Background: an optimization exercise with open tools, aiming at small area. Do not read the settings as production practice.
In this exercise RTL edits were held to simulation tests only and were not proved equivalent to the original.

## sird_rx
module sird_rx (
    input  wire        clk,
    input  wire        rst,           
    input  wire        in_valid,
    input  wire [9:0]  in_code,       
    output wire        mk_valid,
    output wire        mk_capt,       
    output wire        mk_ok,
    output wire [7:0]  mk_num,
    output wire        hdr_valid,
    output wire        hdr_ok,
    output wire [1:0]  hdr_mode,
    output wire        hdr_latch,
    output wire [1:0]  hdr_rdiv,
    output wire [9:0]  hdr_mf,
    output wire [7:0]  hdr_quota,
    output wire [7:0]  hdr_cmd_len,
    output wire [7:0]  hdr_cycle,
    output wire        cmd_valid,
    output wire        cmd_ok,
    output wire        body_valid,
    output wire [7:0]  body_data,
    output wire        seg_valid,
    output wire        seg_ok,
    output wire        seg_bad,       
    output wire [7:0]  seg_pos,
    output wire [7:0]  seg_nstat,
    output wire [10:0] seg_len,
    output wire        seg_fmt_ok,    
    output wire [5:0]  seg_nsb,       
    output wire [4:0]  seg_kinds,     
    output wire        pi_valid,
    output wire [4:0]  pi_pos,
    output wire [23:0] pi_sample,
    output wire [7:0]  pi_cnt,
    output wire        trn_valid,
    output wire [5:0]  trn_nseg,
    output wire        trn_abort,
    output wire        trn_trunc,
    output wire        trn_stray,
    output wire        trn_hdr_bad,
    output reg  [15:0] code_errs,
    output reg  [15:0] crc_errs,
    output reg  [15:0] trains_lost
);
Size: ~900 cells after synthesis, ~190 flip-flops, ~220 I/O pins, about 8600 µm² of cells after synthesis.
Settings: LEC_CHECK=0, CAP_MARGIN=20, CORE_MARGIN=2, CORE_UTILIZATION=60, CTS_BUF_LIST=sky130_fd_sc_hd__clkbuf_8, CTS_CLUSTER_DIAMETER=60, SLEW_MARGIN=20; clock period 10.0 ns.
standard.sh (not shown) runs the stock make flow with config.mk's settings and CLKGATE_MAP_FILE= SYNTH_SCRIPT=/design/flow/synth_recipe.tcl, a recipe that flattens the netlist after the stock synthesis.
==> flow/flow/run.sh <==
#!/bin/bash
# Own layout flow: the standard layout (standard.sh) with these changes:
#  - synthesis is the standard flow's own synth_recipe.tcl, except that ABC maps the
#    logic with an area-oriented script (flow/area.abc) in place of ORFS's
#    speed script, and adders are left to ABC rather than mapped to half
#    and full adder cells first; the registers are left as the standard
#    synthesis makes them;
#  - each port gets the smallest buffer, buf_1, in place of the default one;
#  - clock tree synthesis clusters the registers in larger groups, each
#    driven by one clkbuf_8, and adds no dummy loads to the tree.
# make's full output goes to make_finish.log here; ORFS keeps each step's
# log under orfs/logs.
set -euo pipefail
W=$(pwd)
bash standard.sh "SYNTH_SCRIPT=$W/flow/my_synth.tcl" "ADDER_MAP_FILE=" \
    "BUFFER_PORTS_ARGS=-buffer_cell sky130_fd_sc_hd__buf_1" \
    "CTS_ARGS=-sink_clustering_enable -repair_clock_nets -dont_use_dummy_load -sink_buffer_max_cap_derate 0.3 -sink_clustering_size 12 -sink_clustering_max_diameter 150 -buf_list sky130_fd_sc_hd__clkbuf_8" \
    finish > make_finish.log 2>&1
==> flow/flow/area.abc <==
strash
&get -n
&deepsyn -T 60
&dch
&nf -p -R 1000
&put
==> flow/flow/my_synth.tcl <==
# synth_recipe.tcl, with the main ABC mapping run on flow/area.abc
set my_dir [file dirname [file normalize [info script]]]
proc abc {args} {
  global my_dir
  set i [lsearch -exact $args -script]
  if { $i >= 0 && [string match *abc_speed.script [lindex $args [expr { $i + 1 }]]] } {
    set args [lreplace $args [expr { $i + 1 }] [expr { $i + 1 }] $my_dir/area.abc]
  }
  yosys abc {*}$args
}
source [file join $my_dir .. synth_recipe.tcl]
The starting point finished with timing, DRC and antenna clean.
Next try:
--- a/flow/design.v
+++ b/flow/design.v
@@ -143,19 +143,23 @@
     output wire        trn_abort,
     output wire        trn_trunc,
     output wire        trn_stray,
     output wire        trn_hdr_bad,
     output reg  [15:0] code_errs,
     output reg  [15:0] crc_errs,
     output reg  [15:0] trains_lost
 );
-    wire       v      = in_valid && !rst;
-    wire [9:0] code_r = in_code;
+    reg        v;               
+    reg  [9:0] code_r;
     reg        rd;              
+    always @(posedge clk) begin
+        v      <= in_valid && !rst;
+        code_r <= in_code;
+    end
     wire       dat, sot, eot, sos, syn, cap, idl, rd_nx;
     wire [7:0] byte_;           
     sird_dec u_dec (
         .code   (code_r),
         .rd_in  (rd),
         .dat    (dat),
         .data   (byte_),
         .sot    (sot),
=> Worst setup slack improves by 1.7 ns. Final area came out higher by 5.2%. Synthesized area climbs by 5.0%. Die area went up by 4.8%. Worst hold slack is better by 0.0086 ns. First-iteration DRC count is lower by 15%. Synthesized cell count went up by 4.4%.

[separate check: timing with driven ports]
No port has a modelled driver above. Below, the same layouts with a new extraction and two added sets of constraints.
Step 1: set_driving_cell puts a clkbuf_16 on clk and a buf_2 on each other input, an assumption about the parent block.
Step 2 adds t to the input delays and takes it off the output delays; t is the mean of the earliest and latest rising clock arrival at the registers after step 1. Input paths then give back, and output paths get back, about the clock's delay inside the block.
Slacks: ideal ports / drivers / drivers and shift; pairs: ideal ports / drivers.
| run | t (ns) | setup WS [ns] | hold slack, ns | worst setup path after step 2 | worst register clock-pin slew, ns |
|---|---|---|---|---|---|
| the first run | 0.485 | 1.099 / 1.073 / 1.073 | 0.440 / 0.440 / 0.440 | input to output | 0.10 / 0.10 |
| the second run | 0.532 | 2.755 / 2.716 / 3.247 | 0.448 / 0.448 / 0.448 | register to output | 0.08 / 0.08 |
After both steps every run listed still meets setup and hold. The setup slack of the first run, which loses most, moves by -0.026 ns with the drivers and by -0.026 ns with both steps.
